What follows belongs to an exercise in optimizing a design on an open flow for small area, a short achievable clock period and few clock cycles per item; a production flow would make more cautious choices. Function was checked by simulation only, so behaviour that the tests miss may differ from the original.

File: config.mk
export PLATFORM = sky130hd
export DESIGN_NAME = lys_comp
export DESIGN_NICKNAME = lys_comp
export VERILOG_FILES = /design/flow/design.v
export SDC_FILE = /design/flow/constraint.sdc
export NUM_CORES = 4
export LEC_CHECK = 0
export CAP_MARGIN = 20
export CORE_MARGIN = 2
export CORE_UTILIZATION = 40
export SLEW_MARGIN = 20
File: constraint.sdc
create_clock -name core_clock -period 21.0 [get_ports {clk}]
set_input_delay 4.2000 -clock core_clock [delete_from_list [all_inputs] [get_ports {clk}]]
set_output_delay 4.2000 -clock core_clock [all_outputs]
set_load 0.01 [all_outputs]
File: design.v
module lys_comp (
    input  wire        clk,
    input  wire        rst,
    input  wire        start,
    input  wire        clear,
    input  wire        handover,
    input  wire        form,       
    input  wire        unwind,
    input  wire [31:0] r,
    input  wire [31:0] y,
    input  wire [31:0] u0,
    input  wire [31:0] b0,
    input  wire [31:0] b1,
    input  wire [31:0] b2,
    input  wire [31:0] a1,
    input  wire [31:0] a2,
    input  wire [31:0] ki,
    input  wire [31:0] umin,
    input  wire [31:0] umax,
    input  wire [31:0] imin,
    input  wire [31:0] imax,
    output reg         done,
    output reg  [31:0] u,
    output reg         sat
);
    localparam [2:0] S_IDLE = 3'd0,
                     S_MAC0 = 3'd1,
                     S_MAC1 = 3'd2,
                     S_MAC2 = 3'd3,
                     S_MAC3 = 3'd4,
                     S_MAC4 = 3'd5,
                     S_MACI = 3'd6,
                     S_FIN  = 3'd7;
    reg [2:0] state;
    reg signed [31:0] e1, e2;    
    reg signed [31:0] h1, h2;    
    reg signed [31:0] ireg;      
    reg signed [31:0] e;
    reg signed [63:0] acc;
    reg signed [31:0] it;
    function signed [31:0] sat32_33;
        input signed [32:0] v;
        begin
            if (v > 33'sh0_7FFF_FFFF)
                sat32_33 = 32'sh7FFF_FFFF;
            else if (v < -33'sh0_8000_0000)
                sat32_33 = 32'sh8000_0000;
            else
                sat32_33 = v[31:0];
        end
    endfunction
    function signed [63:0] sat64_65;
        input signed [64:0] v;
        begin
            if (v[64] != v[63])
                sat64_65 = v[64] ? 64'sh8000_0000_0000_0000 : 64'sh7FFF_FFFF_FFFF_FFFF;
            else
                sat64_65 = v[63:0];
        end
    endfunction
    function signed [31:0] move27;
        input signed [63:0] a;
        reg signed [37:0] q;
        reg        [26:0] rem;
        reg               up;
        begin
            q   = {{1{a[63]}}, a[63:27]};
            rem = a[26:0];
            up  = (rem > 27'h400_0000) || ((rem == 27'h400_0000) && q[0]);
            q   = q + {37'd0, up};
            if (q > 38'sh0_7FFF_FFFF)
                move27 = 32'sh7FFF_FFFF;
            else if (q < -38'sh0_8000_0000)
                move27 = 32'sh8000_0000;
            else
                move27 = q[31:0];
        end
    endfunction
    function move_sat;
        input signed [63:0] a;
        reg signed [37:0] qq;
        reg        [26:0] rem;
        reg               up;
        begin
            qq  = {{1{a[63]}}, a[63:27]};
            rem = a[26:0];
            up  = (rem > 27'h400_0000) || ((rem == 27'h400_0000) && qq[0]);
            qq  = qq + {37'd0, up};
            move_sat = (qq > 38'sh0_7FFF_FFFF) || (qq < -38'sh0_8000_0000);
        end
    endfunction
    function signed [31:0] clamp32;
        input signed [31:0] v;
        input signed [31:0] lo;
        input signed [31:0] hi;
        begin
            if (lo > hi)
                clamp32 = lo;
            else if (v < lo)
                clamp32 = lo;
            else if (v > hi)
                clamp32 = hi;
            else
                clamp32 = v;
        end
    endfunction
    reg signed [31:0] mul_a, mul_b;
    always @(*) begin
        case (state)
            S_MAC1:  begin mul_a = e1; mul_b = b1; end
            S_MAC2:  begin mul_a = e2; mul_b = b2; end
            S_MAC3:  begin mul_a = h1; mul_b = a1; end
            S_MAC4:  begin mul_a = h2; mul_b = a2; end
            S_MACI:  begin mul_a = e;  mul_b = ki; end
            default: begin mul_a = e;  mul_b = b0; end
        endcase
    end
    wire signed [63:0] prod = mul_a * mul_b;
    wire signed [64:0] acc_add = {acc[63], acc} + {prod[63], prod};
    wire signed [64:0] acc_sub = {acc[63], acc} - {prod[63], prod};
    wire signed [63:0] ai = {{5{ireg[31]}}, ireg, 27'd0} + prod;
    wire signed [31:0] e_new    = sat32_33({r[31], r} - {y[31], y});
    wire signed [31:0] u0_uclmp = clamp32(u0, umin, umax);
    wire signed [31:0] u0_iclmp = clamp32(u0, imin, imax);
    wire signed [31:0] q     = move27(acc);
    wire signed [31:0] uraw  = sat32_33({it[31], it} + {q[31], q});
    wire signed [31:0] smin  = umin;
    wire signed [31:0] smax  = umax;
    wire               lim_bad = smin > smax;
    wire signed [31:0] u_2p2z   = clamp32(q, umin, umax);
    wire               sat_2p2z = lim_bad || (q < smin) || (q > smax) || move_sat(acc);
    wire signed [31:0] u_3p3z   = clamp32(uraw, umin, umax);
    wire               sat_3p3z = lim_bad || (uraw < smin) || (uraw > smax);
    wire               hi_side  = uraw > smax;
    reg signed [31:0] i_next;
    always @(*) begin
        if (!sat_3p3z)
            i_next = it;
        else if (unwind && hi_side)
            i_next = (it < ireg) ? it : ireg;
        else if (unwind)
            i_next = (it > ireg) ? it : ireg;
        else
            i_next = ireg;
    end
    always @(posedge clk) begin
        if (rst) begin
            state <= S_IDLE;
            done  <= 1'b0;
            u     <= 32'd0;
            sat   <= 1'b0;
            e1    <= 32'd0;
            e2    <= 32'd0;
            h1    <= 32'd0;
            h2    <= 32'd0;
            ireg  <= 32'd0;
            e     <= 32'd0;
            acc   <= 64'd0;
            it    <= 32'd0;
        end else begin
            done <= 1'b0;
            case (state)
                S_IDLE: begin
                    if (clear) begin
                        e1   <= 32'd0;
                        e2   <= 32'd0;
                        h1   <= 32'd0;
                        h2   <= 32'd0;
                        ireg <= 32'd0;
                    end else if (start) begin
                        e <= e_new;
                        if (handover) begin
                            e1   <= 32'd0;
                            e2   <= 32'd0;
                            h1   <= form ? 32'd0 : u0_uclmp;
                            h2   <= form ? 32'd0 : u0_uclmp;
                            ireg <= u0_iclmp;
                        end
                        state <= S_MAC0;
                    end
                end
                S_MAC0: begin
                    acc   <= prod;
                    state <= S_MAC1;
                end
                S_MAC1: begin
                    acc   <= sat64_65(acc_add);
                    state <= S_MAC2;
                end
                S_MAC2: begin
                    acc   <= sat64_65(acc_add);
                    state <= S_MAC3;
                end
                S_MAC3: begin
                    acc   <= sat64_65(acc_sub);
                    state <= S_MAC4;
                end
                S_MAC4: begin
                    acc   <= sat64_65(acc_sub);
                    state <= form ? S_MACI : S_FIN;
                end
                S_MACI: begin
                    it    <= clamp32(move27(ai), imin, imax);
                    state <= S_FIN;
                end
                S_FIN: begin
                    e2 <= e1;
                    e1 <= e;
                    h2 <= h1;
                    if (form) begin
                        h1   <= q;
                        ireg <= i_next;
                        u    <= u_3p3z;
                        sat  <= sat_3p3z;
                    end else begin
                        h1   <= u_2p2z;
                        u    <= u_2p2z;
                        sat  <= sat_2p2z;
                    end
                    done  <= 1'b1;
                    state <= S_IDLE;
                end
                default: state <= S_IDLE;
            endcase
        end
    end
endmodule
File: run.sh
#!/bin/bash
# synth_recipe.tcl (not shown) runs the flow's synth.tcl, then flattens the netlist and writes it again
# the make line also repeats each setting of config.mk as NAME=value (left out here)
make -C /OpenROAD-flow-scripts/flow DESIGN_CONFIG=/design/flow/config.mk WORK_HOME=/design/flow/orfs CLKGATE_MAP_FILE= SYNTH_SCRIPT=/design/flow/synth_recipe.tcl finish
==> flow_summary.json <==
{
  "postCtsSetupBuffers": 0,
  "synthFlopType": "dfxtp_1",
  "cp_common_cell": "fa_1",
  "relSlewSlack": 0.1886,
  "die_w_um": 444.0,
  "drt_iter0_drc": 7211,
  "arrival_ps": 20670,
  "ys_seq_area_frac": 0.08401,
  "die_h_um": 444.0,
  "cts_resized": 0,
  "wire_per_inst_um": 25.27,
  "first_global_vias": 72250,
  "setup_violations": 0,
  "synth_common_cells": "inv_1, nor2_1, fa_1, nand2_1, ha_1",
  "path_depth": 53,
  "yosysMostFrequentCell": "inv_1",
  "syn2layout_area_growth_pct": 12.36,
  "drive_gt1_frac": 0.04856,
  "insertion_delay_ps": 630,
  "grt_max_degree": 99,
  "min_from": "u[23]",
  "hold_depth": 2,
  "rr_worst_depth": 60,
  "cts-root-buf": "clkbuf_16",
  "htree_num_levels": 2,
  "slew_viol_final": 0,
  "yosysUniqueCellTypes": 108,
  "antenna_found_initial": 12,
  "avgSynthCellArea_um2": 8.080,
  "groute.layer.met2.usage": 0.4804,
  "clock_skew_ps": 33.20,
  "coreArea_um2": 192400,
  "gr-total-overflow": 0,
  "cts_buffer_depth": 3,
  "via_per_inst": 5.888,
  "synthCells": 9585,
  "antenna_left": 0,
  "min_path_type": "flop to flop",
  "drcViolationCount": 0,
  "cts_tree": "yes",
  "synth_warnings": 1,
  "clkTransAtPathRegs_ps": 60,
  "rsz0062_at_grt": "false",
  "grt_use_met1": 0.4290,
  "synth_area_leaders": "fa_1, ha_1, dfxtp_1",
  "setup_ws_ps": 856.1,
  "die_area_um2": 197200,
  "critical_path_class": "input pin to flop",
  "yosys_register_bits": 325,
  "tightest_slew_ps": 1208,
  "outcome": "no timing/DRC/antenna violations",
  "synthArstFlopShare": 0,
  "fin_crit_sh": 0.9592,
  "critical_path.top_delay_family": "adder cells",
  "fin_crit_ps": 20140,
  "yosysTopAreaCell": "fa_1",
  "required_ps": 21530,
  "cts_hold_buffers": 0,
  "portBuffers": 456,
  "syn_area_um2": 77450,
  "grt-busiest-layer": "met2",
  "synth_edf_count": 0,
  "finalHoldViolCount": 0,
  "syn-num-nets": 11930,
  "dpl_cell_area_um2": 85470,
  "vias": 72870,
  "crit_path_max_incr_delay_ps": 620,
  "grtUsageMet3": 0.05797,
  "rows": 161,
  "place.gp.congestion": 1.010,
  "cts_sinks": 325,
  "fin_tns_setup_ps": 0,
  "initial_core_util": 0.4026,
  "startpoint": "a1[8]",
  "netlist.area_leader.share": 0.2810,
  "ioPinCount": 457,
  "max_freq_ghz": 0.04964,
  "wirelength_um": 312700,
  "startpoint_type": "input pin",
  "fill_cells": 19020,
  "dr.pass1.iters": 8,
  "fin_area_um2": 87020,
  "nNetsFinal": 12150,
  "path_buf_inv": 6,
  "maxCapViolCount": 0,
  "crit_path_end_kind": "flop",
  "r2r-start": "state[0]",
  "grt_pass1_wl_um": 466300,
  "groute.usage.overall": 0.3114,
  "crit_fanout": 13,
  "slowest_stage": "o31ai_1",
  "cts_made_buffers": 40,
  "pre_cts_slack_ps": 459.7,
  "dp_hpwl_um": 257300
}
layer usage:
metal | wire (µm) | up-vias
li1 | - | 32630
met1 | 132700 | 36420
met2 | 137600 | 3216
met3 | 27330 | 595
met4 | 14960 | 16
met5 | 113 | -
final cells by class:
class,count,area [µm²],area share
Clock inverter,21,360.3,0.004141
Clock buffer,53,1111,0.01277
Multi-Input combinational cell,7437,64490,0.7411
Antenna cell,7,17.52,0.0002013
Tap cell,2526,3161,0.03632
Inverter,1309,4913,0.05646
Timing Repair Buffer,698,6464,0.07427
Sequential cell,325,6506,0.07476
worst min-delay path, stage by stage (launching register included):
cell and delay (ps):
dfxtp_1 310, nand2_1 50, a21oi_1 50
stage by stage:
| stage | util | cells | hold slack [ps] |
|---|---|---|---|
| finish | 0.4524 | 12380 | 453.6 |
| global route | 0.4523 | 12370 | 471.5 |
| CTS | 0.4519 | 12370 | 452.7 |
| detailed placement | 0.4443 | 12290 | 445.8 |
| global placement | 0.4442 | 12290 | 441.2 |
| floorplan | - | 9585 | 454.2 |
flip-flops by register name, summed over array words and instances, names as in the netlist, 3 cells and up:
| register | flops |
|---|---|
| it | 32 |
| state | 3 |
| e2 | 32 |
| e | 32 |
| h2 | 32 |
| ireg | 32 |
| h1 | 32 |
| e1 | 32 |
| u | 32 |
| acc | 64 |
layout by cell type, fill, tap and decap left out, drive strengths merged, types with 23 or more instances in the layout:
cell and instances:
clkbuf 53, a221o 66, buf 244, dfxtp 325, nand3 90, a311oi 62
nor3 107, a221oi 50, nor4 46, o31ai 30, inv 1308, a22oi 162
nand2b 103, o211ai 55, clkdlybuf4s50 454, o21ai 464, a21oi 581, a211oi 151
ha 830, xor2 105, o22ai 42, nor2b 97, fa 1087, or2 23
nand4 123, a22o 35, o21bai 90, mux2i 133, and3 31, nand2 905
nor2 1099, xnor2 228, o21a 88, a21o 233, a31oi 39, and2 45
worst paths after layout:
kind	to	slack (ps)
worst max-delay path	it[20]	860
worst min-delay path	u[23]	450
worst min register to register	u[23]	450
worst max register to register	it[20]	2020
cells by family after synthesis:
| group | after synthesis | share of synthesized area |
|---|---|---|
| AND/OR/NAND/NOR | 2746 | 0.1560 |
| adder cells (fa/ha/maj) | 1925 | 0.4161 |
| multiplexers | 153 | 0.02010 |
| XOR/XNOR | 333 | 0.03785 |
| buffers and inverters | 1823 | 0.08947 |
| flip-flops | 325 | 0.08401 |
| AO/OA/AOI/OAI | 2280 | 0.1965 |
Testbench counts, summed over its fixed seeds: cycles 16,385, steps 1,920.

[re-timing with driven ports]
No port has a modelled driver above. Below, the same layout with a new extraction and two added sets of constraints.
Step 1 (the two cells are an assumption about what drives the block):
set clk [get_ports {clk}]
set_driving_cell -lib_cell sky130_fd_sc_hd__clkbuf_16 $clk
set_driving_cell -lib_cell sky130_fd_sc_hd__buf_2 [delete_from_list [all_inputs] $clk]
Step 2 adds t to the input delays and takes it off the output delays; t is the mean of the earliest and latest rising clock arrival at the registers after step 1. Input paths then give back, and output paths get back, about the clock's delay inside the block.
a / b / c = no drivers / after step 1 / after step 2; a / b = the first two.
t, ns: 0.679
slack for setup (ns): 0.856 / 0.856 / 0.176
clock arrival spread, ns: 0.035 / 0.035
cell pins on the clock port's net: 1
After both steps this run still meets setup and hold. For this run, drivers alone change the setup slack by 0.000 ns; drivers and shift together by -0.680 ns.
